This design comes from an exercise in tuning for small area and a short achievable clock period on the open sky130 flow, not from production work.
Only simulation tests tie the RTL to the original design; equivalence was not proved.
No activity file was given, so power comes from the tool's default toggle rates.

wip/ember:
==> flow/design.v <==
module cic_decim (
    input  wire               clk,
    input  wire               rst,         
    input  wire               restart,     
    input  wire [2:0]         cfg_order,   
    input  wire [5:0]         cfg_shift,   
    input  wire [20:0]        cfg_ratio,   
    input  wire               in_valid,
    input  wire signed [23:0] in_data,
    input  wire               in_sat,
    output reg                out_valid,
    output reg  signed [23:0] out_data,
    output reg                out_sat
);
    localparam W = 88;
    reg         clr_r, v_r, sat_r;
    reg  [23:0] x_r;
    reg  [2:0]  order_c;
    reg  [5:0]  shift_c;
    reg  [20:0] ratio_c;
    always @(posedge clk) begin
        clr_r <= rst | restart;
        v_r   <= in_valid;
        sat_r <= in_sat;
        x_r   <= in_data;
        if (rst | restart) begin
            order_c <= cfg_order;
            shift_c <= cfg_shift;
            ratio_c <= cfg_ratio;
        end
    end
    wire       bypass = (ratio_c == 21'd1);
    wire [2:0] n_eff  = bypass ? 3'd0 : order_c;
    wire [5:0] s_eff  = bypass ? 6'd0 : shift_c;
    wire [5:1] pass_now;           
    genvar gk;
    generate
        for (gk = 1; gk <= 5; gk = gk + 1) begin : g_pass
            assign pass_now[gk] = (n_eff < gk);
        end
    endgenerate
    reg  [5:1] cl_pass  [1:9];
    reg  [5:0] cl_shift [1:9];
    integer d;
    always @(posedge clk) begin
        cl_pass[1]  <= pass_now;
        cl_shift[1] <= s_eff;
        for (d = 2; d <= 9; d = d + 1) begin
            cl_pass[d]  <= cl_pass[d-1];
            cl_shift[d] <= cl_shift[d-1];
        end
    end
    reg  [20:0] pcnt;       
    reg  [20:0] sat_a;
    reg  [2:0]  sat_n;
    wire last_in = (pcnt == ratio_c);
    wire strobe0 = v_r & last_in;
    wire win_sat = sat_r | (sat_a != 21'd0) | (sat_n > 3'd1);
    always @(posedge clk) begin
        if (clr_r) begin
            pcnt  <= 21'd1;
            sat_a <= 21'd0;
            sat_n <= 3'd0;
        end else if (v_r) begin
            pcnt <= last_in ? 21'd1 : pcnt + 21'd1;
            if (sat_r) begin
                sat_a <= ratio_c - 21'd1;
                sat_n <= bypass ? 3'd1 : order_c;
            end else if (sat_a != 21'd0) begin
                sat_a <= sat_a - 21'd1;
            end else if (sat_n > 3'd1) begin
                sat_a <= ratio_c - 21'd2;
                sat_n <= sat_n - 3'd1;
            end
        end
    end
    reg  [4:0] vd;
    reg  [8:0] cd;
    reg  [7:1] sb, ss;
    reg  [6:1] sf;
    reg        out_seen;    
    always @(posedge clk) begin
        vd <= {vd[3:0], v_r};
        cd <= {cd[7:0], clr_r};
        ss <= {ss[6:1], win_sat};
        sf <= {sf[5:1], ~out_seen};
        if (clr_r)        out_seen <= 1'b0;
        else if (strobe0) out_seen <= 1'b1;
        if (rst) sb <= 7'd0;
        else     sb <= {sb[6:1], strobe0};
    end
    wire [8:0] clr_d = {cd[7:0], clr_r};    
    wire [4:0] v_d   = {vd[3:0], v_r};
    wire [7:0] sb_d  = {sb, strobe0};        
    function is_last(input [5:1] pass, input integer k);
        is_last = ~pass[k] & ((k == 5) | pass[(k == 5) ? 5 : k + 1]);
    endfunction
    reg  [5:1] kill_r;
    always @(posedge clk) begin
        kill_r[1] <= rst | restart | pass_now[1] | (strobe0 & is_last(pass_now, 1));
        kill_r[2] <= clr_d[0] | cl_pass[1][2] | (sb_d[1] & is_last(cl_pass[1], 2));
        kill_r[3] <= clr_d[1] | cl_pass[2][3] | (sb_d[2] & is_last(cl_pass[2], 3));
        kill_r[4] <= clr_d[2] | cl_pass[3][4] | (sb_d[3] & is_last(cl_pass[3], 4));
        kill_r[5] <= clr_d[3] | cl_pass[4][5] | (sb_d[4] & is_last(cl_pass[4], 5));
    end
    reg  [W-1:0] integ [1:5];
    wire [W-1:0] x_ext = {{(W-24){x_r[23]}}, x_r};
    wire [W-1:0] isum  [1:5];
    generate
        for (gk = 1; gk <= 5; gk = gk + 1) begin : g_int
            wire kill = kill_r[gk];
            wire [W-1:0] fb  = kill ? {W{1'b0}} : integ[gk];
            wire [W-1:0] src = (gk == 1) ? x_ext : integ[gk-1];
            wire [W-1:0] add = v_d[gk-1] ? src : {W{1'b0}};
            bk_add #(.N(W)) u_add (.a(fb), .b(add), .ci(1'b0), .s(isum[gk]));
            always @(posedge clk) integ[gk] <= isum[gk];
        end
    endgenerate
    reg  [W-1:0] dly2, dly3, dly4, dly5;
    reg  [W-1:0] tq;
    reg ph_b, e2, e3, e4, e5, ld2, ld3, ld4, ld5;
    wire phb_nx = sb[5] & ~cl_pass[6][1];
    always @(posedge clk) begin
        ph_b <= phb_nx;
        e2   <= ~phb_nx & ~cl_pass[5][2] & ~sf[4];
        e3   <= ~phb_nx & ~cl_pass[5][3] & ~sf[4];
        e4   <=  phb_nx & ~cl_pass[6][4] & ~sf[5];
        e5   <=  phb_nx & ~cl_pass[6][5] & ~sf[5];
        ld2  <= sb[4] & ~cl_pass[5][2];
        ld3  <= sb[4] & ~cl_pass[5][3];
        ld4  <= phb_nx & ~cl_pass[6][4];
        ld5  <= phb_nx & ~cl_pass[6][5];
    end
    wire [W-1:0] xa = ph_b ? tq : integ[5];
    wire [W-1:0] xb = ({W{e2}} & dly2) | ({W{e4}} & dly4);
    wire [W-1:0] yb = ({W{e3}} & dly3) | ({W{e5}} & dly5);
    wire [W-1:0] cx, cy;
    bk_add #(.N(W)) u_cx (.a(xa), .b(~xb), .ci(1'b1), .s(cx));
    wire [W-1:0] nxb = ~xb, nyb = ~yb;
    wire [W-1:0] cs_s = xa ^ nxb ^ nyb;
    wire [W-1:0] cs_m = (xa & nxb) | (xa & nyb) | (nxb & nyb);
    bk_add #(.N(W)) u_cy (.a(cs_s), .b({cs_m[W-2:0], 1'b1}), .ci(1'b1), .s(cy));
    always @(posedge clk) begin
        tq <= cy;
        if (ld2) dly2 <= integ[5];
        if (ld3) dly3 <= cx;
        if (ld4) dly4 <= tq;
        if (ld5) dly5 <= cx;
    end
    reg         o_val, o_sat;
    reg  [5:0]  sh;
    wire        byp_nx = sb[5] & cl_pass[6][1];
    always @(posedge clk) begin
        o_val <= ~rst & (byp_nx | (sb[6] & ~cl_pass[7][1]));
        o_sat <= byp_nx ? ss[5] : ss[6];
        sh    <= byp_nx ? 6'd0 : cl_shift[7];
    end
    wire [W-1:0] yv = tq;
    wire [W:0] z0 = {yv, 1'b0};
    wire [W:0] z1 = sh[5] ? {32'd0, z0[W:32]} : z0;
    wire       s1 = sh[5] & (|z0[31:0]);
    wire [W:0] z2 = sh[4] ? {16'd0, z1[W:16]} : z1;
    wire       s2 = s1 | (sh[4] & (|z1[15:0]));
    wire [W:0] z3 = sh[3] ? {8'd0, z2[W:8]} : z2;
    wire       s3 = s2 | (sh[3] & (|z2[7:0]));
    wire [W:0] z4 = sh[2] ? {4'd0, z3[W:4]} : z3;
    wire       s4 = s3 | (sh[2] & (|z3[3:0]));
    wire [W:0] z5 = sh[1] ? {2'd0, z4[W:2]} : z4;
    wire       s5 = s4 | (sh[1] & (|z4[1:0]));
    wire [W:0] z6 = sh[0] ? {1'd0, z5[W:1]} : z5;
    wire       sticky = s5 | (sh[0] & z5[0]);
    wire [23:0] qf    = z6[24:1];           
    wire        guard = z6[0];
    wire        sign  = yv[W-1];
    reg  [62:0] hi_mask;
    integer i;
    always @(*) begin
        for (i = 0; i < 63; i = i + 1)
            hi_mask[i] = (i >= sh);
    end
    wire hi_ne  = |((yv[W-2:24] ^ {63{sign}}) & hi_mask);
    wire rup    = guard & (sticky | qf[0]);
    wire lo_ones = &qf[22:0];
    wire sat_hi = ~sign & (hi_ne | qf[23] | (lo_ones & rup));
    wire sat_lo =  sign & (hi_ne | (~qf[23] & ~(lo_ones & rup)));
    wire [23:0] qr = qf + {23'd0, rup};
    always @(posedge clk) begin
        if (rst) begin
            out_valid <= 1'b0;
            out_data  <= 24'sd0;
            out_sat   <= 1'b0;
        end else begin
            out_valid <= o_val;
            if (o_val) begin
                if (sat_hi) begin
                    out_data <= 24'h7fffff;
                    out_sat  <= 1'b1;
                end else if (sat_lo) begin
                    out_data <= 24'h800000;
                    out_sat  <= 1'b1;
                end else begin
                    out_data <= qr;
                    out_sat  <= o_sat;
                end
            end
        end
    end
endmodule
module bk_add #(parameter N = 88) (
    input  wire [N-1:0] a,
    input  wire [N-1:0] b,
    input  wire         ci,
    output wire [N-1:0] s
);
    localparam L = (N > 64) ? 7 : (N > 32) ? 6 : (N > 16) ? 5 : (N > 8) ? 4 : (N > 4) ? 3 : (N > 2) ? 2 : 1;
    wire [N-1:0] p = a ^ b;
    wire [N-1:0] g0 = (a & b);
    wire [N-1:0] gl [0:L];
    wire [N-1:0] pl [0:L];
    assign gl[0] = {g0[N-1:1], g0[0] | (p[0] & ci)};
    assign pl[0] = p;
    genvar l, j;
    generate
        for (l = 0; l < L; l = l + 1) begin : g_lv
            for (j = 0; j < N; j = j + 1) begin : g_b
                if ((j >> l) % 2 == 1) begin : g_n
                    assign gl[l+1][j] = gl[l][j] | (pl[l][j] & gl[l][((j >> l) << l) - 1]);
                    assign pl[l+1][j] = pl[l][j] & pl[l][((j >> l) << l) - 1];
                end else begin : g_p
                    assign gl[l+1][j] = gl[l][j];
                    assign pl[l+1][j] = pl[l][j];
                end
            end
        end
    endgenerate
    wire [N-1:0] c = gl[L];               
    assign s = p ^ {c[N-2:0], ci};
endmodule
export LEC_CHECK = 0
export CAP_MARGIN = 20
export CORE_MARGIN = 2
export CORE_UTILIZATION = 40
export CTS_CLUSTER_DIAMETER = 150
export CTS_CLUSTER_SIZE = 22
export SLEW_MARGIN = 20
create_clock -name core_clock -period 16.5 [get_ports {clk}]
standard.sh (not shown) runs the stock make flow with config.mk's settings and CLKGATE_MAP_FILE= SYNTH_SCRIPT=/design/flow/synth_recipe.tcl, a recipe that flattens the netlist after the stock synthesis.
==> flow/flow/run.sh <==
#!/bin/bash
# The standard layout (the standard.sh: ORFS synthesis to final layout),
# with ORFS's timing repair aiming at a setup slack of 11.7 ns on the design's
# own clock and constraints, so that the layout is sized and buffered for a
# short achieved period. The make output goes to standard_make.log.
set -euo pipefail
bash standard.sh SETUP_SLACK_MARGIN=11.7 finish > standard_make.log 2>&1
Modified inputs, wip/juniper compared to wip/ember
--- a/flow/design.v
+++ b/flow/design.v
@@ -40,39 +40,34 @@
         end
     endgenerate
     reg  [5:1] cl_pass  [1:9];
     reg  [5:0] cl_shift [1:9];
+    reg  [22:0] span;              
     integer d;
     always @(posedge clk) begin
         cl_pass[1]  <= pass_now;
         cl_shift[1] <= s_eff;
         for (d = 2; d <= 9; d = d + 1) begin
             cl_pass[d]  <= cl_pass[d-1];
             cl_shift[d] <= cl_shift[d-1];
         end
+        span <= order_c * (ratio_c - 21'd1);
     end
     reg  [20:0] pcnt;       
-    reg  [20:0] sat_a;
-    reg  [2:0]  sat_n;
+    reg  [22:0] satcnt;     
     wire last_in = (pcnt == ratio_c);
     wire strobe0 = v_r & last_in;
-    wire win_sat = sat_r | (sat_a != 21'd0) | (sat_n > 3'd1);
+    wire win_sat = sat_r | (satcnt != 23'd0);
     always @(posedge clk) begin
         if (clr_r) begin
-            pcnt  <= 21'd1;
-            sat_a <= 21'd0;
-            sat_n <= 3'd0;
+            pcnt   <= 21'd1;
+            satcnt <= 23'd0;
         end else if (v_r) begin
             pcnt <= last_in ? 21'd1 : pcnt + 21'd1;
-            if (sat_r) begin
-                sat_a <= ratio_c - 21'd1;
-                sat_n <= bypass ? 3'd1 : order_c;
-            end else if (sat_a != 21'd0) begin
-                sat_a <= sat_a - 21'd1;
-            end else if (sat_n > 3'd1) begin
-                sat_a <= ratio_c - 21'd2;
-                sat_n <= sat_n - 3'd1;
-            end
+            if (sat_r)
+                satcnt <= span;
+            else if (satcnt != 23'd0)
+                satcnt <= satcnt - 23'd1;
         end
     end
     reg  [4:0] vd;
     reg  [8:0] cd;
@@ -214,25 +209,36 @@
 );
     localparam L = (N > 64) ? 7 : (N > 32) ? 6 : (N > 16) ? 5 : (N > 8) ? 4 : (N > 4) ? 3 : (N > 2) ? 2 : 1;
     wire [N-1:0] p = a ^ b;
     wire [N-1:0] g0 = (a & b);
-    wire [N-1:0] gl [0:L];
-    wire [N-1:0] pl [0:L];
+    wire [N-1:0] gl [0:2*L];
+    wire [N-1:0] pl [0:2*L];
     assign gl[0] = {g0[N-1:1], g0[0] | (p[0] & ci)};
     assign pl[0] = p;
     genvar l, j;
     generate
-        for (l = 0; l < L; l = l + 1) begin : g_lv
+        for (l = 0; l < L; l = l + 1) begin : g_up
             for (j = 0; j < N; j = j + 1) begin : g_b
-                if ((j >> l) % 2 == 1) begin : g_n
-                    assign gl[l+1][j] = gl[l][j] | (pl[l][j] & gl[l][((j >> l) << l) - 1]);
-                    assign pl[l+1][j] = pl[l][j] & pl[l][((j >> l) << l) - 1];
+                if ((j % (2 << l)) == ((2 << l) - 1) && j >= (1 << l)) begin : g_n
+                    assign gl[l+1][j] = gl[l][j] | (pl[l][j] & gl[l][j - (1 << l)]);
+                    assign pl[l+1][j] = pl[l][j] & pl[l][j - (1 << l)];
                 end else begin : g_p
                     assign gl[l+1][j] = gl[l][j];
                     assign pl[l+1][j] = pl[l][j];
                 end
             end
         end
+        for (l = L - 2; l >= 0; l = l - 1) begin : g_dn
+            for (j = 0; j < N; j = j + 1) begin : g_b
+                if ((j % (2 << l)) == ((1 << l) * 3 - 1) % (2 << l) && j >= (3 << l) - 1) begin : g_n
+                    assign gl[2*L-1-l][j] = gl[2*L-2-l][j] | (pl[2*L-2-l][j] & gl[2*L-2-l][j - (1 << l)]);
+                    assign pl[2*L-1-l][j] = pl[2*L-2-l][j];
+                end else begin : g_p
+                    assign gl[2*L-1-l][j] = gl[2*L-2-l][j];
+                    assign pl[2*L-1-l][j] = pl[2*L-2-l][j];
+                end
+            end
+        end
     endgenerate
-    wire [N-1:0] c = gl[L];               
+    wire [N-1:0] c = gl[2*L-1];           
     assign s = p ^ {c[N-2:0], ci};
 endmodule
### Flow results
- In summary, wip/juniper completed successfully, with a layout that passed the timing, DRC and antenna checks.
- Total number of placement rows, wip/ember and wip/juniper: smaller value in wip/ember
- Of wip/juniper and wip/ember, it is wip/juniper that has the higher fraction of final layout cells with drive strength greater than 1.
- Signed area change from the synthesized netlist to the final layout: wip/ember and wip/juniper compared, higher one is wip/juniper
- [wip/juniper] transition time of the tightest slew-check pin fell 0.13 ns relative to wip/ember
- The final reports for wip/juniper and wip/ember show non-clock buffer count higher in the former.
- Delta (wip/juniper minus wip/ember): number of clock sinks seen by CTS moved up; detailed route wirelength on metal2 moved up; setup slack moved down.
- On clock share of power, the lower figure sits with wip/juniper, not wip/ember.
- wip/juniper: final routed wirelength across all metal layers is about 1.1% lower than what wip/ember reported.
- Compared with wip/ember, wip/juniper shows cell count that has gone down slightly.
- As of wip/juniper, total non-filler cell area in the finished layout had risen by a few percent compared to wip/ember.

port drivers added, routing unchanged:
How much do the figures lean on ideal ports? The routed layouts below were timed once more, with nothing changed but the port constraints.
Step 1 (the two cells are an assumption about what drives the block):
set clk [get_ports {clk}]
set_driving_cell -lib_cell sky130_fd_sc_hd__clkbuf_16 $clk
set_driving_cell -lib_cell sky130_fd_sc_hd__buf_2 [delete_from_list [all_inputs] $clk]
Step 2 also shifts input and output timing later by t, the mid clock arrival at the registers, as if the neighbouring blocks saw the same clock.
a / b / c = no drivers / after step 1 / after step 2; a / b = the first two.
run | t, ns | setup WS [ns] | worst setup path after step 2 | worst data-port slew with drivers (ns) | cell pins on the clock port's net
wip/ember | 0.786 | 11.805 / 11.740 / 11.327 | input to register | 0.04 | 1
wip/juniper | 0.801 | 11.601 / 11.601 / 11.333 | input to register | 0.04 | 1
After both steps setup and hold are still met in every run listed. The setup slack of wip/ember, which loses most, moves by -0.065 ns with the drivers and by -0.478 ns with both steps.
